What follows belongs to an exercise in optimizing a design on an open flow for small area, a short achievable clock period and few clock cycles per item; a production flow would make more cautious choices.
Where RTL was checked, it was by simulation tests only, not by an equivalence proof against the original.
Only the layout flow was run in run 1; the RTL was not checked for function there.

==> flow/design.v <==
module rank_min #(
    parameter NCELL = 32,            
    parameter VW    = 12,
    parameter IW    = 5              
) (
    input  wire [NCELL*VW-1:0] volt,
    input  wire [NCELL-1:0]    mask,
    input  wire                dir,
    input  wire [NCELL/2-1:0]  gt1,          
    output wire                found,
    output wire [IW-1:0]       idx,
    output wire [VW-1:0]       vsel
);
    wire [NCELL-1:0]    val [0:IW];
    wire [NCELL*VW-1:0] vv  [0:IW];
    wire [NCELL*IW-1:0] ii  [0:IW];
    assign val[0] = mask;
    assign vv[0]  = volt;
    assign ii[0]  = {NCELL*IW{1'b0}};
    genvar l, n;
    generate
        for (l = 1; l <= IW; l = l + 1) begin : g_lvl
            for (n = 0; n < (NCELL >> l); n = n + 1) begin : g_node
                wire          av = val[l-1][2*n];
                wire          bv = val[l-1][2*n+1];
                wire [VW-1:0] a  = vv[l-1][(2*n)*VW +: VW];
                wire [VW-1:0] b  = vv[l-1][(2*n+1)*VW +: VW];
                wire [IW-1:0] ai = ii[l-1][(2*n)*IW +: IW];
                wire [IW-1:0] bi = ii[l-1][(2*n+1)*IW +: IW];
                wire          gt;
                if (l == 1) begin : g_g1
                    assign gt = gt1[n];
                end else begin : g_gn
                    rank_gt #(.W(VW)) u_gt (.a(a), .b(b), .gt(gt));
                end
                wire          pb = !av || (bv && (gt ^ dir));
                assign val[l][n] = av | bv;
                assign vv[l][n*VW +: VW] = pb ? b : a;
                if (l == 1) begin : g_i1
                    assign ii[l][n*IW +: IW] = {{(IW-1){1'b0}}, pb};
                end else begin : g_in
                    wire [IW-1:0] ci = pb ? bi : ai;
                    assign ii[l][n*IW +: IW] = {{(IW-l){1'b0}}, pb, ci[l-2:0]};
                end
            end
            if ((NCELL >> l) < NCELL) begin : g_pad
                assign val[l][NCELL-1:(NCELL>>l)] = {(NCELL-(NCELL>>l)){1'b0}};
                assign vv[l][NCELL*VW-1:(NCELL>>l)*VW] = {((NCELL-(NCELL>>l))*VW){1'b0}};
                assign ii[l][NCELL*IW-1:(NCELL>>l)*IW] = {((NCELL-(NCELL>>l))*IW){1'b0}};
            end
        end
    endgenerate
    assign found = val[IW][0];
    assign idx   = ii[IW][IW-1:0];
    assign vsel  = vv[IW][VW-1:0];
endmodule
module rank_gt #(
    parameter W = 12
) (
    input  wire [W-1:0] a,
    input  wire [W-1:0] b,
    output wire         gt
);
    localparam K = $clog2(W);
    wire [W-1:0] g [0:K];
    wire [W-1:0] p [0:K];
    assign g[0] = a & ~b;
    assign p[0] = a | ~b;
    genvar k, j;
    generate
        for (k = 1; k <= K; k = k + 1) begin : g_lvl
            localparam NIN = (W + (1 << (k-1)) - 1) >> (k-1);
            for (j = 0; j < W; j = j + 1) begin : g_grp
                if (2*j+1 < NIN) begin : g_two
                    assign g[k][j] = g[k-1][2*j+1] | (p[k-1][2*j+1] & g[k-1][2*j]);
                    assign p[k][j] = p[k-1][2*j+1] & p[k-1][2*j];
                end else if (2*j < NIN) begin : g_one
                    assign g[k][j] = g[k-1][2*j];
                    assign p[k][j] = p[k-1][2*j];
                end else begin : g_none
                    assign g[k][j] = 1'b0;
                    assign p[k][j] = 1'b0;
                end
            end
        end
    endgenerate
    assign gt = g[K][0];
endmodule
module rank_gap #(
    parameter W = 12
) (
    input  wire [W-1:0] x,
    input  wire [W-1:0] y,
    input  wire [W-1:0] band,
    output wire         gt
);
    localparam N = W + 2;
    localparam K = $clog2(N);
    wire [N-1:0] a = {2'b00, x};
    wire [N-1:0] b = ~{2'b00, y};
    wire [N-1:0] d = ~{2'b00, band};
    wire [N-1:0] s = a ^ b ^ d;
    wire [N-1:0] k = (a & b) | (a & d) | (b & d);
    wire [N-1:0] u = s;
    wire [N-1:0] v = {k[N-2:0], 1'b1};   
    wire [N-1:0] gg [0:K];
    wire [N-1:0] pp [0:K];
    assign gg[0] = u & v;
    assign pp[0] = u ^ v;
    genvar l, i;
    generate
        for (l = 1; l <= K; l = l + 1) begin : g_lvl
            for (i = 0; i < N; i = i + 1) begin : g_bit
                if (i >= (1 << (l-1))) begin : g_cmb
                    assign gg[l][i] = gg[l-1][i] | (pp[l-1][i] & gg[l-1][i-(1<<(l-1))]);
                    assign pp[l][i] = pp[l-1][i] & pp[l-1][i-(1<<(l-1))];
                end else begin : g_pas
                    assign gg[l][i] = gg[l-1][i];
                    assign pp[l][i] = pp[l-1][i];
                end
            end
        end
    endgenerate
    wire sign = pp[0][N-1] ^ gg[K][N-2];
    assign gt = !sign;
endmodule
module rank_sel #(
    parameter N  = 4,
    parameter VW = 12,
    parameter IW = 2                 
) (
    input  wire [N*VW-1:0] v,
    input  wire [N-1:0]    mask,
    input  wire            dir,
    output wire            found,
    output reg  [IW-1:0]   idx,
    output reg  [VW-1:0]   vsel,
    output wire [N-1:0]    win           
);
    wire [N*N-1:0] gt;
    genvar i, j;
    generate
        for (i = 0; i < N; i = i + 1) begin : g_i
            for (j = 0; j < N; j = j + 1) begin : g_j
                if (i < j) begin : g_cmp
                    rank_gt #(.W(VW)) u_gt (.a(v[i*VW +: VW]), .b(v[j*VW +: VW]),
                                            .gt(gt[i*N+j]));
                end else begin : g_none
                    assign gt[i*N+j] = 1'b0;
                end
            end
        end
    endgenerate
    reg [N-1:0] w;
    integer a, b;
    always @* begin
        for (a = 0; a < N; a = a + 1) begin
            w[a] = mask[a];
            for (b = 0; b < N; b = b + 1) begin
                if (b < a)           
                    w[a] = w[a] && !(mask[b] && (dir ? gt[b*N+a] : !gt[b*N+a]));
                else if (b > a)      
                    w[a] = w[a] && !(mask[b] && (dir ? !gt[a*N+b] : gt[a*N+b]));
            end
        end
    end
    always @* begin
        idx  = {IW{1'b0}};
        vsel = {VW{1'b0}};
        for (a = 0; a < N; a = a + 1) begin
            if (w[a]) idx = idx | a;
            vsel = vsel | ({VW{w[a]}} & v[a*VW +: VW]);
        end
    end
    assign found = |mask;
    assign win   = w;
endmodule
module rank_gtf #(
    parameter W = 8
) (
    input  wire [W-1:0] a,
    input  wire [W-1:0] b,
    output wire         gt
);
    assign gt = a > b;
endmodule
module rank_popcnt #(
    parameter N = 32,                
    parameter W = 6                  
) (
    input  wire [N-1:0] x,
    output wire [W-1:0] cnt
);
    wire [W-1:0] nd [0:2*N-2];
    genvar i;
    generate
        for (i = 0; i < N; i = i + 1) begin : g_leaf
            assign nd[N-1+i] = {{(W-1){1'b0}}, x[i]};
        end
        for (i = 0; i < N-1; i = i + 1) begin : g_node
            assign nd[i] = nd[2*i+1] + nd[2*i+2];
        end
    endgenerate
    assign cnt = nd[0];
endmodule
module rank_arm #(
    parameter NCELL = 32,            
    parameter VW    = 12             
) (
    input  wire                   clk,
    input  wire                   rst,           
    input  wire                   start,
    output wire                   ready,
    output wire                   done,
    input  wire                   active,        
    input  wire                   fb,            
    input  wire signed [7:0]      n_ins,         
    input  wire                   s_neg,         
    input  wire [NCELL*VW-1:0]    volt,          
    input  wire [NCELL-1:0]       byp,           
    input  wire [NCELL-1:0]       excl,          
    input  wire [VW-1:0]          band,          
    input  wire [6:0]             swap_limit,    
    input  wire [4:0]             dwell,         
    input  wire [7:0]             debt_bound,    
    output wire [2*NCELL-1:0]     pol,           
    output wire signed [7:0]      level,
    output wire signed [7:0]      debt,
    output wire [5:0]             nsw,
    output reg  [4:0]             nswap,
    output wire [8:0]             discarded,
    output wire                   fault
);
    localparam IW   = $clog2(NCELL);
    localparam NGRP = 4;
    localparam GW   = $clog2(NGRP);
    localparam GSZ  = NCELL / NGRP;
    localparam LW   = IW - GW;
    reg               busy;          
    reg [2*NCELL-1:0] pol_r;         
    reg [5*NCELL-1:0] pin_r;         
    reg               qn;            
    reg               cs_pos;        
    reg signed [9:0]  raw_r;         
    reg signed [7:0]  tgt;           
    reg [6:0]         npos, nneg;    
    reg [VW-1:0]      band_r;
    reg [6:0]         slim_r;
    reg [7:0]         bound_r;
    reg [NGRP-1:0]    gi_ok, go_ok;
    reg [NGRP*LW-1:0] gi_c, go_c;
    reg [NGRP*VW-1:0] gi_v, go_v;
    assign pol = pol_r;
    function [4:0] u_dec(input [4:0] u);
        u_dec = {u[3:0], u[4] ? (!u[0] && (u[3:1] != 3'd0)) : u[0]};
    endfunction
    reg [4:0] u_dw;
    always @* begin
        case (dwell)
            5'd1: u_dw = 5'b10000;
            5'd2: u_dw = 5'b01000;
            5'd3: u_dw = 5'b00100;
            5'd4: u_dw = 5'b00010;
            5'd5: u_dw = 5'b10001;
            5'd6: u_dw = 5'b11000;
            5'd7: u_dw = 5'b01100;
            5'd8: u_dw = 5'b00110;
            5'd9: u_dw = 5'b10011;
            5'd10: u_dw = 5'b01001;
            5'd11: u_dw = 5'b10100;
            5'd12: u_dw = 5'b01010;
            5'd13: u_dw = 5'b10101;
            5'd14: u_dw = 5'b11010;
            5'd15: u_dw = 5'b11101;
            5'd16: u_dw = 5'b11110;
            default: u_dw = 5'b00000;
        endcase
    end
    integer c;
    wire signed [9:0] disc_d = raw_r - tgt;
    wire [8:0]        disc   = disc_d[9] ? -disc_d[8:0] : disc_d[8:0];
    wire signed [7:0] cur_l = $signed({1'b0, npos}) - $signed({1'b0, nneg});
    wire signed [7:0] cur_d = tgt - cur_l;                          
    wire [6:0]        d_abs = cur_d[7] ? -cur_d[6:0] : cur_d[6:0];  
    assign level     = cur_l;
    assign debt      = cur_d;
    assign discarded = disc;
    assign fault     = ({1'b0, d_abs} > bound_r);
    wire          ci_ok, co_ok;
    wire [GW-1:0] ci_g, co_g;
    wire [VW-1:0] ci_v, co_v;
    wire [NGRP-1:0] ci_w, co_w;
    genvar g;
    rank_sel #(.N(NGRP), .VW(VW), .IW(GW)) u_fi (
        .v(gi_v), .mask(gi_ok), .dir(!cs_pos),
        .found(ci_ok), .idx(ci_g), .vsel(ci_v), .win(ci_w));
    rank_sel #(.N(NGRP), .VW(VW), .IW(GW)) u_fo (
        .v(go_v), .mask(go_ok), .dir(cs_pos),
        .found(co_ok), .idx(co_g), .vsel(co_v), .win(co_w));
    wire [IW-1:0] ci_c = {ci_g, gi_c[ci_g*LW +: LW]};
    wire [IW-1:0] co_c = {co_g, go_c[co_g*LW +: LW]};
    wire d_zero   = (cur_d == 8'sd0);
    wire need_pos = !d_zero && (cur_d[7] == qn);
    wire need_neg = !d_zero && (cur_d[7] != qn);
    wire [VW-1:0] gx = cs_pos ? co_v : ci_v;
    wire [VW-1:0] gy = cs_pos ? ci_v : co_v;
    wire          gap_ok;
    rank_gap #(.W(VW)) u_gap (.x(gx), .y(gy), .band(band_r), .gt(gap_ok));
    wire          swap_ok = ci_ok && co_ok && ({2'b00, nswap} < slim_r) && gap_ok;
    reg  stale;
    wire do_ins = busy && !stale && ((need_pos && ci_ok) || (d_zero && swap_ok));
    wire do_rem = busy && !stale && ((need_neg && co_ok) || (d_zero && swap_ok));
    assign done  = busy && !stale && !do_ins && !do_rem;
    assign ready = !busy || done;
    wire   acc   = ready && start;
    reg [NCELL-1:0] hit_i, hit_o;    
    always @* begin
        for (c = 0; c < NCELL; c = c + 1) begin
            hit_i[c] = do_ins && (ci_c == c);
            hit_o[c] = do_rem && (co_c == c);
        end
    end
    reg  [NCELL-1:0]  avail;
    wire [6:0]        nav;
    wire signed [7:0] dprev = fault ? 8'sd0 : cur_d;
    wire signed [9:0] raw   = n_ins + dprev;
    wire signed [7:0] ndd = cur_l - tgt;                   
    wire              n_lt_ndd;
    rank_gtf #(.W(8)) u_rawneg (.a({~ndd[7], ndd[6:0]}), .b({~n_ins[7], n_ins[6:0]}),
                               .gt(n_lt_ndd));
    wire              raw_neg = fault ? n_ins[7] : n_lt_ndd;
    wire              a_qn = fb && raw_neg && (avail != {NCELL{1'b0}});
    wire              p_qn = fb && n_ins[7];
    wire signed [9:0] nav_s = $signed({3'b000, nav});
    wire signed [9:0] a_r   = (raw > nav_s)                ? nav_s :
                              (fb && raw < -nav_s)         ? -nav_s :
                              (!fb && raw[9])              ? 10'sd0 : raw;
    always @* begin
        for (c = 0; c < NCELL; c = c + 1)
            avail[c] = !byp[c] && !excl[c];
    end
    rank_popcnt #(.N(NCELL), .W(7)) u_cnt_nav (.x(avail), .cnt(nav));
    reg [4:0]         a_pin  [0:NCELL-1];
    reg [NCELL-1:0]   a_unp;         
    reg [NCELL-1:0]   a_clr;         
    reg [NCELL-1:0]   a_pos, a_neg;  
    wire [6:0]        a_npos, a_nneg;
    always @* begin
        for (c = 0; c < NCELL; c = c + 1) begin
            a_pin[c] = u_dec(pin_r[5*c +: 5]);
            a_unp[c] = (pin_r[5*c +: 4] == 4'd0);
            a_clr[c] = !byp[c] && pol_r[2*c] &&
                       (!active || (a_unp[c] &&
                                    (excl[c] || (pol_r[2*c+1] != a_qn))));
            a_pos[c] = pol_r[2*c] && !pol_r[2*c+1] && !byp[c] && !a_clr[c];
            a_neg[c] = pol_r[2*c] &&  pol_r[2*c+1] && !byp[c] && !a_clr[c];
        end
    end
    reg  [5:0] nz0;
    reg  [4:0] nins;
    assign nsw = nz0 - npos[5:0] - nneg[5:0] + {nins, 1'b0};
    rank_popcnt #(.N(NCELL), .W(7)) u_cnt_pos (.x(a_pos), .cnt(a_npos));
    rank_popcnt #(.N(NCELL), .W(7)) u_cnt_neg (.x(a_neg), .cnt(a_nneg));
    reg [NCELL-1:0] ins_mask, rem_mask;
    always @* begin
        for (c = 0; c < NCELL; c = c + 1) begin
            if (ready) begin
                ins_mask[c] = avail[c] && a_unp[c] && !pol_r[2*c];
                rem_mask[c] = avail[c] && a_unp[c] && pol_r[2*c] &&
                              (pol_r[2*c+1] == p_qn);
            end else begin
                ins_mask[c] = avail[c] && (pin_r[5*c +: 5] == 5'd0) &&
                              !pol_r[2*c] && (stale || ci_c != c);
                rem_mask[c] = avail[c] && (pin_r[5*c +: 5] == 5'd0) &&
                              pol_r[2*c] && (pol_r[2*c+1] == qn) &&
                              (stale || co_c != c);
            end
        end
    end
    wire s_cs_pos = ready ? (p_qn == s_neg) : cs_pos;
    wire [NCELL/2-1:0] gt1;
    generate
        for (g = 0; g < NCELL/2; g = g + 1) begin : g_l1
            rank_gt #(.W(VW)) u_gt (
                .a(volt[(2*g)*VW +: VW]), .b(volt[(2*g+1)*VW +: VW]), .gt(gt1[g]));
        end
    endgenerate
    wire [NGRP-1:0]    t_ins_ok, t_rem_ok;
    wire [NGRP*LW-1:0] t_ins_c, t_rem_c;
    wire [NGRP*VW-1:0] t_ins_v, t_rem_v;
    generate
        for (g = 0; g < NGRP; g = g + 1) begin : g_grp
            rank_min #(.NCELL(GSZ), .VW(VW), .IW(LW)) u_ins (
                .volt(volt[g*GSZ*VW +: GSZ*VW]), .mask(ins_mask[g*GSZ +: GSZ]),
                .dir(!s_cs_pos), .gt1(gt1[g*GSZ/2 +: GSZ/2]),
                .found(t_ins_ok[g]), .idx(t_ins_c[g*LW +: LW]), .vsel(t_ins_v[g*VW +: VW]));
            rank_min #(.NCELL(GSZ), .VW(VW), .IW(LW)) u_rem (
                .volt(volt[g*GSZ*VW +: GSZ*VW]), .mask(rem_mask[g*GSZ +: GSZ]),
                .dir(s_cs_pos), .gt1(gt1[g*GSZ/2 +: GSZ/2]),
                .found(t_rem_ok[g]), .idx(t_rem_c[g*LW +: LW]), .vsel(t_rem_v[g*VW +: VW]));
        end
    endgenerate
    always @(posedge clk) begin
        if (rst) begin
            busy    <= 1'b0;
            stale   <= 1'b0;
            pol_r   <= {2*NCELL{1'b0}};
            pin_r   <= {5*NCELL{1'b0}};
            qn      <= 1'b0;
            cs_pos  <= 1'b1;
            raw_r   <= 10'sd0;
            tgt     <= 8'sd0;
            npos    <= 7'd0;
            nneg    <= 7'd0;
            gi_ok   <= {NGRP{1'b0}};
            go_ok   <= {NGRP{1'b0}};
        end else begin
            for (c = 0; c < NGRP; c = c + 1) begin
                if (acc || stale || do_ins || ci_g != c)
                    gi_ok[c] <= t_ins_ok[c];
                if (acc || stale || do_rem || co_g != c)
                    go_ok[c] <= t_rem_ok[c];
            end
            if (acc) begin
                for (c = 0; c < NCELL; c = c + 1) begin
                    if (byp[c] || a_clr[c])
                        pol_r[2*c +: 2] <= 2'b00;
                    pin_r[5*c +: 5] <= byp[c] ? 5'd0 : a_clr[c] ? u_dw : a_pin[c];
                end
                busy    <= 1'b1;
                stale   <= active && (a_qn != p_qn);
                if (active) begin
                    qn     <= a_qn;
                    cs_pos <= (a_qn == s_neg);
                    raw_r  <= raw;
                    tgt    <= a_r[7:0];
                    npos   <= a_npos;
                    nneg   <= a_nneg;
                    gi_ok  <= t_ins_ok;
                    go_ok  <= t_rem_ok;
                end else begin
                    qn     <= 1'b0;
                    cs_pos <= 1'b1;
                    raw_r  <= 10'sd0;
                    tgt    <= 8'sd0;
                    npos   <= 7'd0;
                    nneg   <= 7'd0;
                    gi_ok  <= {NGRP{1'b0}};
                    go_ok  <= {NGRP{1'b0}};
                end
            end else begin
                stale <= 1'b0;
                if (done)
                    busy <= 1'b0;
                for (c = 0; c < NCELL; c = c + 1) begin
                    if (hit_i[c])
                        pol_r[2*c +: 2] <= {qn, 1'b1};
                    if (hit_o[c])
                        pol_r[2*c +: 2] <= 2'b00;
                    if (hit_i[c] || hit_o[c])
                        pin_r[5*c +: 5] <= u_dw;
                end
                if (do_ins && !do_rem) begin
                    if (qn) nneg <= nneg + 7'd1;
                    else    npos <= npos + 7'd1;
                end else if (do_rem && !do_ins) begin
                    if (qn) nneg <= nneg - 7'd1;
                    else    npos <= npos - 7'd1;
                end
            end
        end
    end
    always @(posedge clk) begin
        for (c = 0; c < NGRP; c = c + 1) begin
            if (acc || stale || do_ins || ci_g != c) begin
                gi_c[c*LW +: LW] <= t_ins_c[c*LW +: LW];
                gi_v[c*VW +: VW] <= t_ins_v[c*VW +: VW];
            end
            if (acc || stale || do_rem || co_g != c) begin
                go_c[c*LW +: LW] <= t_rem_c[c*LW +: LW];
                go_v[c*VW +: VW] <= t_rem_v[c*VW +: VW];
            end
        end
        if (acc) begin
            nz0     <= npos[5:0] + nneg[5:0];
            nins    <= 5'd0;
            nswap   <= 5'd0;
            band_r  <= band;
            slim_r  <= swap_limit;
            bound_r <= debt_bound;
        end else begin
            if (do_ins)
                nins  <= nins + 5'd1;
            if (do_ins && do_rem)
                nswap <= nswap + 5'd1;
        end
    end
endmodule
==> flow/flow/run.sh <==
#!/bin/bash
set -euo pipefail
export BUFFER_PORTS_ARGS="-buffer_cell sky130_fd_sc_hd__buf_1"
export SETUP_SLACK_MARGIN=13.5
bash standard.sh > standard.log 2>&1
==> flow/standard.sh <==
#!/bin/bash
# synth_recipe.tcl (not shown) runs the flow's synth.tcl, then flattens the netlist and writes it again
# the make line also repeats each setting of config.mk as NAME=value (left out here)
make -C /OpenROAD-flow-scripts/flow DESIGN_CONFIG=/design/flow/config.mk WORK_HOME=/design/flow/orfs CLKGATE_MAP_FILE= SYNTH_SCRIPT=/design/flow/synth_recipe.tcl "${@:-finish}"
==> flow/config.mk <==
export PLATFORM = sky130hd
export DESIGN_NAME = rank_arm
export DESIGN_NICKNAME = rank_arm
export VERILOG_FILES = /design/flow/design.v
export SDC_FILE = /design/flow/constraint.sdc
export NUM_CORES = 4
export LEC_CHECK = 0
export CAP_MARGIN = 10
export CORE_MARGIN = 2
export CORE_UTILIZATION = 45
export PLACE_DENSITY = 0.65
export SLEW_MARGIN = 10
export TNS_END_PERCENT = 20
==> flow/constraint.sdc <==
create_clock -name core_clock -period 26.0 [get_ports {clk}]
set_input_delay 5.2000 -clock core_clock [delete_from_list [all_inputs] [get_ports {clk}]]
set_output_delay 5.2000 -clock core_clock [all_outputs]
set_load 0.01 [all_outputs]
==> out/results.txt, run 1 <==
most frequent cells in the layout: nor2_1 (713), buf_1 (582), nand2_1 (558)
DRT iter0 DRCs: 7753
Routed Antenna Nets: 0
Worst-Skew Late Latency: 0.72 ns
CTS tree: built
Post-Synth Adder-Cell Area: 0.0994
Seq cells post-synth: 430
top-level I/O count: 597
cell chain of the critical path: nor2b_1 > maj3_1 > nor4_1 > o21ai_0 > nand4_1 > nand3_1 > nor3_4 > a222oi_1 > o21ai_1 > nor2_1 > a31o_2 > fa_1 > ha_1 > o21a_1 > o21ai_0 > o22ai_1 > a21oi_2 > or3_4 > nand4b_1 > buf_4 > and2_4 > inv_4 > buf_12 > clkbuf_2
Synth Area in XOR/XNOR: 0.0353
outcome: timing/DRC/antenna clean
Slew @ Worst Pin: 1.39 ns
# fillers: 11303
post-layout net count: 8251
ys flop type: dfxtp_1
worst endpoint data arrival time: 7.26 ns
Relative slew margins: 0.0658
max-cap check violation count: 0
first-pass GRT wire length: 352000 um
Max Fanout on Critical Path: 47
worst min path class: reg2reg
period utilization: 0.479
Overflow after GRT: 0
total CTS buffers: 56
Finish-stage setup viols: 0
Buf+Inv Stages, Crit Path: 4
final WL: 248000 um
post-layout util: 0.528
Data required, critical path: 20.80 ns
CTS root buf: clkbuf_16
fin. max-slew vios: 0
Die ar.: 120000 um^2
CTS Hold Bufs: 0
initial antenna violation count: 22
synthesis-to-finish area growth: 16.5%
clock transition at the registers of the reported paths: 0.06 ns
RSZ-0062 raised after global routing: true
chip width: 346 um
DR vias/cell: 6.57
GPL Wtd Cong: 1.04
largest net degree at the start of global routing: 85
R2R setup slack: 13.60 ns
Detailed Place HPWL: 192000 um
DRC errors left: 0
main combinational cell family by area after synthesis: compound AO/OA/AOI/OAI gates
Core ar.: 116000 um^2
per-cell routed wire length: 27.2 um
Final Hold Fails: 0
crit-path max cell delay: 0.57 ns
Post-Synthesis Cells: 6888
Pre-antenna DRT Iters: 9
most frequent CP cell: o21ai_0
Clock Skew: 0.0942 ns
CP max stage cell: edfxtp_1
vias in the first global route: 53800
row count: 125
post-synthesis compound-gate area fraction: 0.285
ranking of synthesized cells by area: dfxtp_1 (11%), edfxtp_1 (8.7%), mux2i_1 (6.3%)
DIE HEIGHT: 346 um
Port Buffer Count: 596
asr flop ratio synth: 0
Startpoint Class: flip-flop
layout cell share with drive strength beyond 1: 0.130
setup_tns: 0 ns
CTS Sinks: 430
Yosys warnings: 7
cell family with most CP delay: simple AND/OR/NAND/NOR gates
Reg area: 10100 um^2
H-Tree Depth: 2
CP Class: reg2out
area leader, netlist: dfxtp_1
Initial Util: 0.453
Clock Path Buffers: 3
Syn Nets: 7623
Post-Syn Area: 52600 um^2
Seq/Total Area, Yosys: 0.193
number of distinct library cells after synthesis: 138
via count: 59775
syn_area_per_cell: 7.63 um^2
Post-synth EDFFs: 153
multiplexer share of the synthesized area: 0.104
Synth top area share: 0.105
area occupied by multi-input gates: 40700 um^2
endpoint type of the worst setup path: output pin
maximum clock frequency: 80.3 MHz
GRT Overall Usage: 0.386
commonest non-fill, non-tap cell in the layout: nor2_1
min Tclk post-route: 12.46 ns
Synth Area in Simple Gates: 0.214
==> path summary, 6_finish.rpt <==
check / start / to / depth (start not counted)
min reg2reg: raw_r[0] / raw_r[0] / 2
max: go_v[34] / ready / 24
min: raw_r[0] / raw_r[0] / 2
max reg2reg: go_v[34] / gi_v[10] / 43
==> metal layers <==
layer,track usage,wire (um),vias up
li1,-,-,26841
met1,0.492,96600,28380
met2,0.595,106000,3676
met3,0.0839,26200,864
met4,0.235,18500,14
met5,0,104,-
==> worst min-delay path: cells and delay by family, from the launching register on <==
kind             cells  cell delay (ns)
AO/OA/AOI/OAI        1             0.05
flip-flops           1             0.31
AND/OR/NAND/NOR      1             0.05
==> per-stage QoR <==
| step | worst slack [ns] | hold slack, ns | instances | area (um^2) |
|---|---|---|---|---|
| 4_1_cts | 13.44 | 0.454 | 8966 | 59100 |
| 5_1_grt | 13.35 | 0.468 | 9090 | 61200 |
| 3_5_place_dp | 11.24 | 0.446 | 8793 | 55900 |
| 3_3_place_gp | 11.27 | 0.442 | 8793 | 55900 |
| 6_report | 13.54 | 0.449 | 9094 | 61200 |
| 2_1_floorplan | 13.53 | 0.432 | 6888 | 52600 |
==> repair_timing <==
item / CTS / global route
cloned: 11 / 10
resized for setup: 155 / 244
pin swaps: 29 / 82
buffers inserted: 56 / 110
setup endpoints to repair: 134 / 138
==> area by class of cell <==
type                            count  area share
Multi-Input combinational cell   5616       0.664
Sequential cell                   430       0.166
Timing Repair Buffer              849      0.0721
Inverter                          563      0.0346
Tap cell                         1524      0.0311
Clock buffer                       63      0.0236
Clock inverter                     43     0.00848
Antenna cell                        6    0.000245
==> cells by family after synthesis <==
family          count (synthesis)
mux                           518
flops                         430
xor+xnor                      211
simple gates                 2323
fa+ha+maj                     383
buf+inv                       860
compound gates               2163
==> sequential cells by signal, indices dropped and copies added (netlist names), 5 cells and up <==
register and flops:
go_v 48, npos 7, raw_r 9, gi_v 48, tgt 8, nins 5, gi_c 12, bound_r 8
pin_r 160, nz0 6, band_r 12, nneg 7, go_c 12, pol_r 64, slim_r 7, nswap 5
==> cell usage after synthesis, drive strengths merged, types with 33 or more instances <==
cell type,number
nor2,730
nand2,574
inv,562
a21oi,480
o21ai,473
mux2i,336
dfxtp,277
nand3,206
mux2,181
clkbuf,167
nand2b,160
a31oi,154
edfxtp,153
nor3,148
maj3,142
a211oi,140
ha,140
buf,130
nor2b,125
xnor2,121
o211ai,110
fa,101
xor2,90
a21o,82
o22ai,71
nor4,64
nand4,63
a221oi,58
a222oi,54
a22oi,48
and2,43
and3,43
o221ai,43
a2111oi,36
a211o,35
a221o,34
o31ai,33
==> run 2, diff against run 1 <==
--- a/flow/design.v
+++ b/flow/design.v
@@ -256,24 +256,23 @@
     endfunction
     reg [4:0] u_dw;
     always @* begin
-        case (dwell)
-            5'd1: u_dw = 5'b10000;
-            5'd2: u_dw = 5'b01000;
-            5'd3: u_dw = 5'b00100;
-            5'd4: u_dw = 5'b00010;
-            5'd5: u_dw = 5'b10001;
-            5'd6: u_dw = 5'b11000;
-            5'd7: u_dw = 5'b01100;
-            5'd8: u_dw = 5'b00110;
-            5'd9: u_dw = 5'b10011;
-            5'd10: u_dw = 5'b01001;
-            5'd11: u_dw = 5'b10100;
-            5'd12: u_dw = 5'b01010;
-            5'd13: u_dw = 5'b10101;
-            5'd14: u_dw = 5'b11010;
-            5'd15: u_dw = 5'b11101;
-            5'd16: u_dw = 5'b11110;
-            default: u_dw = 5'b00000;
+        case (dwell[3:0])
+            4'd1: u_dw = 5'b10000;
+            4'd2: u_dw = 5'b01000;
+            4'd3: u_dw = 5'b00100;
+            4'd4: u_dw = 5'b00010;
+            4'd5: u_dw = 5'b10001;
+            4'd6: u_dw = 5'b11000;
+            4'd7: u_dw = 5'b01100;
+            4'd8: u_dw = 5'b00110;
+            4'd9: u_dw = 5'b10011;
+            4'd10: u_dw = 5'b01001;
+            4'd11: u_dw = 5'b10100;
+            4'd12: u_dw = 5'b01010;
+            4'd13: u_dw = 5'b10101;
+            4'd14: u_dw = 5'b11010;
+            4'd15: u_dw = 5'b11101;
+            default: u_dw = 5'b11110;
         endcase
     end
     integer c;
@@ -324,11 +323,10 @@
     wire [6:0]        nav;
     wire signed [7:0] dprev = fault ? 8'sd0 : cur_d;
     wire signed [9:0] raw   = n_ins + dprev;
-    wire signed [7:0] ndd = cur_l - tgt;                   
-    wire              n_lt_ndd;
-    rank_gtf #(.W(8)) u_rawneg (.a({~ndd[7], ndd[6:0]}), .b({~n_ins[7], n_ins[6:0]}),
-                               .gt(n_lt_ndd));
-    wire              raw_neg = fault ? n_ins[7] : n_lt_ndd;
+    wire signed [7:0] ndprev = fault ? 8'sd0 : (cur_l - tgt);
+    wire              raw_neg;
+    rank_gtf #(.W(8)) u_rawneg (.a({~ndprev[7], ndprev[6:0]}), .b({~n_ins[7], n_ins[6:0]}),
+                               .gt(raw_neg));
     wire              a_qn = fb && raw_neg && (avail != {NCELL{1'b0}});
     wire              p_qn = fb && n_ins[7];
     wire signed [9:0] nav_s = $signed({3'b000, nav});
==> flow/config.mk (replaced) <==
export PLATFORM = sky130hd
export DESIGN_NAME = rank_arm
export DESIGN_NICKNAME = rank_arm
export VERILOG_FILES = /design/flow/design.v
export SDC_FILE = /design/flow/constraint.sdc
export NUM_CORES = 4
export LEC_CHECK = 0
export CAP_MARGIN = 2
export CORE_MARGIN = 2
export CORE_UTILIZATION = 52
export PLACE_DENSITY = 0.7
export SLEW_MARGIN = 2
export TNS_END_PERCENT = 20
==> out/results.txt, run 2 <==
Seq cells post-synth: 430 (unchanged)
GRT Overall Usage: 0.422 (+0.0365)
crit path launch: volt[265]
Synth Area in Simple Gates: 0.213 (-0.00164)
multiplexer share of the synthesized area: 0.116 (+0.0122)
Pre-antenna DRT Iters: 10 (+1)
H-Tree Depth: 2 (unchanged)
GPL Wtd Cong: 1.07 (+2.9%)
most frequent CP cell: maj3_2
Seq/Total Area, Yosys: 0.196 (+0.00278)
vias in the first global route: 52222 (-2.9%)
period utilization: 0.478 (-0.00112)
fin. max-slew vios: 0 (unchanged)
R2R setup slack: 13.61 ns (about the same)
Synth top area share: 0.107 (+0.00152)
Data required, critical path: 26.38 ns (+5.58 ns)
Worst-Skew Late Latency: 0.66 ns (-0.06 ns)
largest net degree at the start of global routing: 88 (+3.5%)
CP max stage cell: or4_4
initial antenna violation count: 48 (+120%)
chip width: 320 um (-7.6%)
via count: 58517 (-2.1%)
CTS Sinks: 430 (unchanged)
number of distinct library cells after synthesis: 137 (-0.72%)
post-synthesis compound-gate area fraction: 0.270 (-0.0157)
Routed Antenna Nets: 0 (unchanged)
most numerous cell in the Yosys netlist: nor2_1
commonest non-fill, non-tap cell in the layout: nor2_1
main combinational cell family by area after synthesis: compound AO/OA/AOI/OAI gates
max-cap check violation count: 0 (unchanged)
Post-synth EDFFs: 153 (unchanged)
max reg flops: 160 (unchanged)
Post-Syn Area: 51800 um^2 (-1.4%)
Initial Util: 0.526 (+0.0728)
crit-path max cell delay: 0.61 ns (+0.04 ns)
Post-Synthesis Cells: 6820 (-0.99%)
Slew @ Worst Pin: 1.42 ns (+0.0282 ns)
Core ar.: 98600 um^2 (-15%)
Regs by FF count: pin_r: 160 flops, pol_r: 64 flops
Overflow after GRT: 0 (unchanged)
Clock Path Buffers: 3 (unchanged)
maximum clock frequency: 80.4 MHz (+0.23%)
total CTS buffers: 54 (-3.6%)
DIE HEIGHT: 320 um (-7.6%)
clock transition at the registers of the reported paths: 0.07 ns (about the same)
DR vias/cell: 6.64 (+0.96%)
final WL: 231000 um (-6.9%)
per-cell routed wire length: 26.2 um (-4.0%)
FF-to-FF End: go_v[31]
most instantiated cells after synthesis: nor2_1 (773), inv_1 (556), nand2_1 (510)
top-level I/O count: 597 (unchanged)
ranking of synthesized cells by area: dfxtp_1 (11%), edfxtp_1 (8.9%), mux2i_1 (7.2%)
worst min path class: reg2reg
outcome: timing/DRC/antenna clean
worst setup path end: go_v[31]
area leader, netlist: dfxtp_1
WHS: 0.450 ns (+0.00130 ns)
Post-Synth Adder-Cell Area: 0.102 (+0.00242)
endpoint type of the worst setup path: flip-flop
Layout Cells excl Fill: 8818 (-3.0%)
Detailed Place HPWL: 177000 um (-7.6%)
synthesis-to-finish area growth: 16.6%
worst r2r path cells: 51 (+19%)
post-layout net count: 8191 (-0.73%)
first-pass GRT wire length: 329000 um (-6.6%)
CTS tree: built
layout cell share with drive strength beyond 1: 0.131 (+0.000911)
RSZ-0062 raised after global routing: true
Final Hold Fails: 0 (unchanged)
syn_area_per_cell: 7.60 um^2 (-0.44%)
Inst Count DP: 8492 (-3.4%)
most frequent cells in the layout: nor2_1 (756), buf_1 (579), inv_1 (552)
Reg with most FFs: pin_r
row count: 115 (-8.0%)
DRT iter0 DRCs: 7847 (+1.2%)
Relative slew margins: 0.0442 (-0.0216)
Syn Nets: 7557 (-0.87%)
worst reg2reg startpoint: go_v[24]
Clock Skew: 0.0195 ns (-0.0747 ns)
Finish-stage setup viols: 0 (unchanged)
Port Buffer Count: 595 (-0.17%)
asr flop ratio synth: 0 (unchanged)
CTS root buf: clkbuf_16
CTS Hold Bufs: 0 (unchanged)
DRC errors left: 0 (unchanged)
post-layout util: 0.613 (+0.0857)
setup_tns: 0 ns (unchanged)
ys flop type: dfxtp_1
worst endpoint data arrival time: 12.81 ns (+5.55 ns)
Synth Area in XOR/XNOR: 0.0359 (+0.000654)
Yosys warnings: 7 (unchanged)
# fillers: 9112 (-19%)
CP Class: in2reg
min Tclk post-route: 12.43 ns (-0.0291 ns)
Die ar.: 102000 um^2 (-15%)
Startpoint Class: input port
Max Fanout on Critical Path: 9 (-81%)
==> run 2: cell count changes after synthesis, moves of 16 or more <==
cell and change:
nand2_1 -54, nor2_1 +51, mux2i_1 +43, nand4_1 -26, mux2_2 +22, nor3_1 -21
o31ai_1 +19, a222oi_1 -18, nand3b_1 -17, and2_1 +16, buf_6 -16, nor2b_1 +16
o32ai_1 -16
==> run 2: area by class of cell <==
| type | count | area, um^2 | area share |
|---|---|---|---|
| Inverter | 571 | 2180 | 0.0360 |
| Clock inverter | 19 | 253 | 0.00418 |
| Antenna cell | 35 | 87.6 | 0.00145 |
| Sequential cell | 430 | 10100 | 0.168 |
| Clock buffer | 79 | 1540 | 0.0254 |
| Timing Repair Buffer | 863 | 4590 | 0.0759 |
| Tap cell | 1287 | 1610 | 0.0266 |
| Multi-Input combinational cell | 5534 | 40100 | 0.662 |
==> run 2: cell families after synthesis <==
family / count (synthesis)
simple gates: 2291
fa+ha+maj: 389
mux: 573
xor+xnor: 211
compound gates: 2063
buf+inv: 863
flops: 430
==> run 2: how the worst min path moves through the flow <==
stage          slack, ns  endpoint  cells past startpoint     start
2_1_floorplan       0.43  raw_r[0]                      2  raw_r[0]
3_3_place_gp        0.44  raw_r[0]                      2  raw_r[0]
3_5_place_dp        0.45  raw_r[0]                      2  raw_r[0]
4_1_cts             0.46  raw_r[0]                      2  raw_r[0]
5_1_grt             0.47  raw_r[0]                      2  raw_r[0]
6_report            0.45  raw_r[0]                      2  raw_r[0]
==> run 2: worst max-delay path: cells and delay by family <==
kind / cells / cell delay, ns
adder cells (fa/ha/maj): 7 / 2.42
AO/OA/AOI/OAI: 11 / 2.05
AND/OR/NAND/NOR: 5 / 1.23
buffers and inverters: 6 / 0.95
XOR/XNOR: 2 / 0.49
multiplexers: 2 / 0.45
==> run 2: what timing repair did <==
action / CTS / global route
setup endpoints to repair: 133 / 140
buffers inserted: 66 / 118
cloned: 2 / 7
pin swaps: 29 / 86
gates resized for setup: 161 / 300
==> run 2: layer usage <==
metal / up-vias / track usage / wire length [um]
li1: 26334 / - / -
met1: 27581 / 0.533 / 87700
met2: 3781 / 0.645 / 97400
met3: 787 / 0.113 / 28300
met4: 34 / 0.254 / 17000
met5: - / 0.00426 / 250
==> run 2: through the flow <==
| step | area, um^2 | setup slack [ns] |
|---|---|---|
| after floorplan | 51800 | 13.65 |
| after global placement | 55000 | 11.36 |
| after detailed placement | 55000 | 11.25 |
| after CTS | 58000 | 13.42 |
| after global routing | 60400 | 13.34 |
| final | 60500 | 13.57 |
Testbench counts of run 2, summed over its fixed seeds: cycles 10,468, ticks 3,200.
==> run 3, diff against run 2 <==
--- a/flow/design.v
+++ b/flow/design.v
@@ -186,22 +186,68 @@
 endmodule
 module rank_popcnt #(
     parameter N = 32,                
-    parameter W = 6                  
+    parameter W = 7
 ) (
     input  wire [N-1:0] x,
     output wire [W-1:0] cnt
 );
-    wire [W-1:0] nd [0:2*N-2];
-    genvar i;
-    generate
-        for (i = 0; i < N; i = i + 1) begin : g_leaf
-            assign nd[N-1+i] = {{(W-1){1'b0}}, x[i]};
-        end
-        for (i = 0; i < N-1; i = i + 1) begin : g_node
-            assign nd[i] = nd[2*i+1] + nd[2*i+2];
-        end
-    endgenerate
-    assign cnt = nd[0];
+    wire t1, t2, t3, t4, t5, t6, t7, t8, t9, t10, t11, t12, t13, t14, t15, t16, t17, t18, t19, t20, t21, t22, t23, t24, t25, t26, t27, t28, t29, t30, t31, t32, t33, t34, t35, t36, t37, t38, t39, t40, t41, t42, t43, t44, t45, t46, t47, t48, t49, t50, t51, t52;
+    assign t1 = x[0] ^ x[1] ^ x[2];
+    assign t2 = (x[0] & x[1]) | (x[0] & x[2]) | (x[1] & x[2]);
+    assign t3 = x[3] ^ x[4] ^ x[5];
+    assign t4 = (x[3] & x[4]) | (x[3] & x[5]) | (x[4] & x[5]);
+    assign t5 = x[6] ^ x[7] ^ x[8];
+    assign t6 = (x[6] & x[7]) | (x[6] & x[8]) | (x[7] & x[8]);
+    assign t7 = x[9] ^ x[10] ^ x[11];
+    assign t8 = (x[9] & x[10]) | (x[9] & x[11]) | (x[10] & x[11]);
+    assign t9 = x[12] ^ x[13] ^ x[14];
+    assign t10 = (x[12] & x[13]) | (x[12] & x[14]) | (x[13] & x[14]);
+    assign t11 = x[15] ^ x[16] ^ x[17];
+    assign t12 = (x[15] & x[16]) | (x[15] & x[17]) | (x[16] & x[17]);
+    assign t13 = x[18] ^ x[19] ^ x[20];
+    assign t14 = (x[18] & x[19]) | (x[18] & x[20]) | (x[19] & x[20]);
+    assign t15 = x[21] ^ x[22] ^ x[23];
+    assign t16 = (x[21] & x[22]) | (x[21] & x[23]) | (x[22] & x[23]);
+    assign t17 = x[24] ^ x[25] ^ x[26];
+    assign t18 = (x[24] & x[25]) | (x[24] & x[26]) | (x[25] & x[26]);
+    assign t19 = x[27] ^ x[28] ^ x[29];
+    assign t20 = (x[27] & x[28]) | (x[27] & x[29]) | (x[28] & x[29]);
+    assign t21 = t1 ^ t3 ^ t5;
+    assign t22 = (t1 & t3) | (t1 & t5) | (t3 & t5);
+    assign t23 = t7 ^ t9 ^ t11;
+    assign t24 = (t7 & t9) | (t7 & t11) | (t9 & t11);
+    assign t25 = t13 ^ t15 ^ t17;
+    assign t26 = (t13 & t15) | (t13 & t17) | (t15 & t17);
+    assign t27 = t19 ^ x[30] ^ x[31];
+    assign t28 = (t19 & x[30]) | (t19 & x[31]) | (x[30] & x[31]);
+    assign t29 = t2 ^ t4 ^ t6;
+    assign t30 = (t2 & t4) | (t2 & t6) | (t4 & t6);
+    assign t31 = t8 ^ t10 ^ t12;
+    assign t32 = (t8 & t10) | (t8 & t12) | (t10 & t12);
+    assign t33 = t14 ^ t16 ^ t18;
+    assign t34 = (t14 & t16) | (t14 & t18) | (t16 & t18);
+    assign t35 = t21 ^ t23 ^ t25;
+    assign t36 = (t21 & t23) | (t21 & t25) | (t23 & t25);
+    assign t37 = t22 ^ t24 ^ t26;
+    assign t38 = (t22 & t24) | (t22 & t26) | (t24 & t26);
+    assign t39 = t28 ^ t29 ^ t31;
+    assign t40 = (t28 & t29) | (t28 & t31) | (t29 & t31);
+    assign t41 = t30 ^ t32 ^ t34;
+    assign t42 = (t30 & t32) | (t30 & t34) | (t32 & t34);
+    assign t43 = t36 ^ t37 ^ t39;
+    assign t44 = (t36 & t37) | (t36 & t39) | (t37 & t39);
+    assign t45 = t38 ^ t40 ^ t41;
+    assign t46 = (t38 & t40) | (t38 & t41) | (t40 & t41);
+    assign t47 = t43 ^ t33 ^ t20;
+    assign t48 = (t43 & t33) | (t43 & t20) | (t33 & t20);
+    assign t49 = t48 ^ t44 ^ t45;
+    assign t50 = (t48 & t44) | (t48 & t45) | (t44 & t45);
+    assign t51 = t50 ^ t46 ^ t42;
+    assign t52 = (t50 & t46) | (t50 & t42) | (t46 & t42);
+    wire [4:0] ra = {t52, t51, t49, t47, t35};
+    wire [4:0] rb = {1'b0, 1'b0, 1'b0, 1'b0, t27};
+    wire [5:0] sum = ra + rb;
+    assign cnt = {{(W-6){1'b0}}, sum};
 endmodule
 module rank_arm #(
     parameter NCELL = 32,            
@@ -256,23 +302,24 @@
     endfunction
     reg [4:0] u_dw;
     always @* begin
-        case (dwell[3:0])
-            4'd1: u_dw = 5'b10000;
-            4'd2: u_dw = 5'b01000;
-            4'd3: u_dw = 5'b00100;
-            4'd4: u_dw = 5'b00010;
-            4'd5: u_dw = 5'b10001;
-            4'd6: u_dw = 5'b11000;
-            4'd7: u_dw = 5'b01100;
-            4'd8: u_dw = 5'b00110;
-            4'd9: u_dw = 5'b10011;
-            4'd10: u_dw = 5'b01001;
-            4'd11: u_dw = 5'b10100;
-            4'd12: u_dw = 5'b01010;
-            4'd13: u_dw = 5'b10101;
-            4'd14: u_dw = 5'b11010;
-            4'd15: u_dw = 5'b11101;
-            default: u_dw = 5'b11110;
+        case (dwell)
+            5'd1: u_dw = 5'b10000;
+            5'd2: u_dw = 5'b01000;
+            5'd3: u_dw = 5'b00100;
+            5'd4: u_dw = 5'b00010;
+            5'd5: u_dw = 5'b10001;
+            5'd6: u_dw = 5'b11000;
+            5'd7: u_dw = 5'b01100;
+            5'd8: u_dw = 5'b00110;
+            5'd9: u_dw = 5'b10011;
+            5'd10: u_dw = 5'b01001;
+            5'd11: u_dw = 5'b10100;
+            5'd12: u_dw = 5'b01010;
+            5'd13: u_dw = 5'b10101;
+            5'd14: u_dw = 5'b11010;
+            5'd15: u_dw = 5'b11101;
+            5'd16: u_dw = 5'b11110;
+            default: u_dw = 5'b00000;
         endcase
     end
     integer c;
==> out/results.txt, run 3 <==
via count: 59153 (+1.1%)
most instantiated cells after synthesis: nor2_1 (674), inv_1 (589), nand2_1 (526)
CP Class: reg2reg
chip width: 322 um (+0.56%)
vias in the first global route: 51952 (-0.52%)
outcome: failed layout checks
syn_area_per_cell: 7.58 um^2 (-0.28%)
CTS tree: built
multiplexer share of the synthesized area: 0.126 (+0.0104)
DIE HEIGHT: 322 um (+0.56%)
Synth top area share: 0.106 (-0.00121)
Synth Area in Simple Gates: 0.220 (+0.00724)
Synth Area in XOR/XNOR: 0.0347 (-0.00126)
ys flop type: dfxtp_1
GRT Overall Usage: 0.414 (-0.00820)
Finished Cell Area: 59800 um^2 (-1.2%)
asr flop ratio synth: 0 (unchanged)
initial antenna violation count: 12 (-75%)
total CTS buffers: 52 (-3.7%)
CTS Hold Bufs: 0 (unchanged)
Yosys warnings: 6 (-1)
Post-Syn Area: 52400 um^2 (+1.1%)
Worst-Skew Late Latency: 0.67 ns (about the same)
Post-DP Area: 55800 um^2 (+1.4%)
# fillers: 9400 (+3.2%)
Post-Synthesis Cells: 6917 (+1.4%)
Regs by FF count: pin_r: 160 flops, pol_r: 64 flops
FF-to-FF End: go_v[17]
number of distinct library cells after synthesis: 114 (-17%)
Final Hold Fails: 0 (unchanged)
min Tclk post-route: 12.49 ns (+0.0553 ns)
endpoint type of the worst setup path: flip-flop
first-pass GRT wire length: 328000 um (-0.22%)
final WL: 229000 um (-0.91%)
Seq/Total Area, Yosys: 0.193 (-0.00220)
DR vias/cell: 6.70 (+0.93%)
fin. max-slew vios: 4 (+4)
Port Buffer Count: 596 (+0.17%)
Syn Nets: 7647 (+1.2%)
critical hold path startpoint: raw_r[4]
largest net degree at the start of global routing: 87 (-1.1%)
maximum clock frequency: 80.1 MHz (-0.44%)
Seq cells post-synth: 430 (unchanged)
crit-path max cell delay: 0.74 ns (+0.13 ns)
Core ar.: 100000 um^2 (+1.5%)
max-cap check violation count: 1 (+1)
row count: 116 (+0.87%)
H-Tree Depth: 2 (unchanged)
synthesis-to-finish area growth: 14.0%
RSZ-0062 raised after global routing: true
Initial Util: 0.524 (-0.00165)
max reg flops: 160 (unchanged)
per-cell routed wire length: 25.9 um (-1.1%)
layout cell share with drive strength beyond 1: 0.0974 (-0.0334)
top-level I/O count: 597 (unchanged)
ranking of synthesized cells by area: dfxtp_1 (11%), edfxtp_1 (8.8%), mux2i_1 (8.6%)
Clock Skew: 0.0380 ns (+0.0185 ns)
worst min path class: reg2reg
most numerous cell in the Yosys netlist: nor2_1
commonest non-fill, non-tap cell in the layout: nor2_1
post-layout util: 0.598 (-0.0158)
WHS: 0.456 ns (+0.00564 ns)
Post-synth EDFFs: 153 (unchanged)
period utilization: 0.480 (+0.00213)
Max Fanout on Critical Path: 36 (+27)
CTS root buf: clkbuf_16
setup_tns: 0 ns (unchanged)
Clock Path Buffers: 3 (unchanged)
Startpoint Class: flip-flop
post-synthesis compound-gate area fraction: 0.271 (+0.000949)
DRT iter0 DRCs: 7305 (-6.9%)
Hold Crit Depth: 2 (unchanged)
Finish-stage setup viols: 0 (unchanged)
DRC errors left: 0 (unchanged)
CTS Sinks: 430 (unchanged)
clock transition at the registers of the reported paths: 0.06 ns (about the same)
Detailed Place HPWL: 177000 um (about the same)
Slew @ Worst Pin: 1.53 ns (+0.109 ns)
CP max stage cell: a2111oi_2
Overflow after GRT: 0 (unchanged)
Data required, critical path: 26.43 ns (+0.05 ns)
R2R setup slack: 13.51 ns (-0.10 ns)
worst endpoint data arrival time: 12.92 ns (+0.11 ns)
post-layout net count: 8206 (+0.18%)
Reg with most FFs: pin_r
Routed Antenna Nets: 0 (unchanged)
worst r2r path cells: 42 (-18%)
main combinational cell family by area after synthesis: compound AO/OA/AOI/OAI gates
Die ar.: 103000 um^2 (+1.1%)
most frequent cells in the layout: nor2_1 (668), buf_1 (594), inv_1 (587)
Layout Check Failures: max-capacitance violations, max-slew violations
Relative slew margins: -0.0245 (-0.0687)
WHS Endpoint: raw_r[4]
GPL Wtd Cong: 1.05 (-2.0%)
area leader, netlist: dfxtp_1
Pre-antenna DRT Iters: 9 (-1)
Post-Synth Adder-Cell Area: 0.0876 (-0.0142)
worst reg2reg startpoint: go_v[29]
[run 3: routing by layer]
layer	global-route usage	vias up	wire length [um]
met5	0	-	21
met4	0.249	4	16300
met3	0.0758	711	24900
met2	0.627	3799	97100
met1	0.548	27955	90200
li1	-	26684	-
[run 3: logic make-up (layout without fill, tap and decap cells)]
family                   after synthesis  count (layout)
AO/OA/AOI/OAI                       2088            2091
XOR/XNOR                             205             205
adder cells (fa/ha/maj)              320             320
buffers and inverters                880            1479
flip-flops                           430             430
multiplexers                         637             637
other                                  0              15
AND/OR/NAND/NOR                     2357            2357
[run 3: worst max path at each step]
stage / from / end / slack, ns
after floorplan: volt[156] / go_v[21] / 13.61
after global placement: gi_v[27] / gi_v[24] / 11.17
after detailed placement: gi_v[27] / gi_v[24] / 11.10
after CTS: volt[96] / gi_v[22] / 13.34
after global routing: volt[156] / go_v[20] / 13.38
final: go_v[29] / go_v[17] / 13.51
[run 3: layout make-up]
cell class / count / area (um^2) / share of cell area
multi-input cells: 5610 / 39900 / 0.668
clock buffers: 76 / 1550 / 0.0260
clock inverters: 21 / 298 / 0.00498
inverters: 591 / 2240 / 0.0374
flip-flops and latches: 430 / 10100 / 0.170
well taps: 1298 / 1620 / 0.0272
diodes: 15 / 37.5 / 0.000628
repair buffers: 791 / 3960 / 0.0663
[run 3: timing repair]
item                                    4_1_cts  5_1_grt
endpoints found under the setup margin      121      137
buffers inserted                             41       71
pin swaps                                    12       29
hold endpoints to repair                      0        0
cloned                                        2        3
gates resized for setup                      79      175
[run 3: critical path: cells and delay by family (launching register included)]
kind | cells | cell delay (ns)
flops | 1 | 0.62
buf+inv | 6 | 1.33
xor+xnor | 2 | 0.36
compound gates | 24 | 7.19
fa+ha+maj | 2 | 0.69
mux | 3 | 1.12
simple gates | 5 | 0.89
[run 3: metrics by stage]
stage,worst slack (ns),instances
floorplan,13.61,6917
global placement,11.17,8602
detailed placement,11.10,8602
CTS,13.34,8742
global route,13.38,8827
finish,13.51,8832
Testbench counts of run 3, summed over its fixed seeds: cycles 10,468, ticks 3,200.

[port drivers added, routing unchanged]
In the flow no input, the clock included, has a driving cell. The finished layouts below were timed again as built, in two steps.
Step 1 assumes that a clkbuf_16 drives the clock port and a buf_2 every other input.
Step 2 adds t to the input delays and takes it off the output delays; t is the mean of the earliest and latest rising clock arrival at the registers after step 1. Input paths then give back, and output paths get back, about the clock's delay inside the block.
Three values: ideal ports, drivers, drivers and shift; two values: the first two.
| run | t, ns | slack for setup (ns) | worst hold slack (ns) | worst setup path at the end | pins driven straight from the clock port |
|---|---|---|---|---|---|
| run 1 | 0.746 | 13.541 / 13.470 / 12.879 | 0.449 / 0.449 / 0.449 | input to register | 1 |
| run 2 | 0.736 | 13.570 / 13.612 / 12.893 | 0.450 / 0.450 / 0.450 | input to register | 1 |
| run 3 | 0.720 | 13.515 / 13.515 / 12.873 | 0.456 / 0.456 / 0.456 | input to register | 1 |
The setup slack of run 2, which loses most, moves by +0.042 ns with the drivers and by -0.677 ns with both steps.
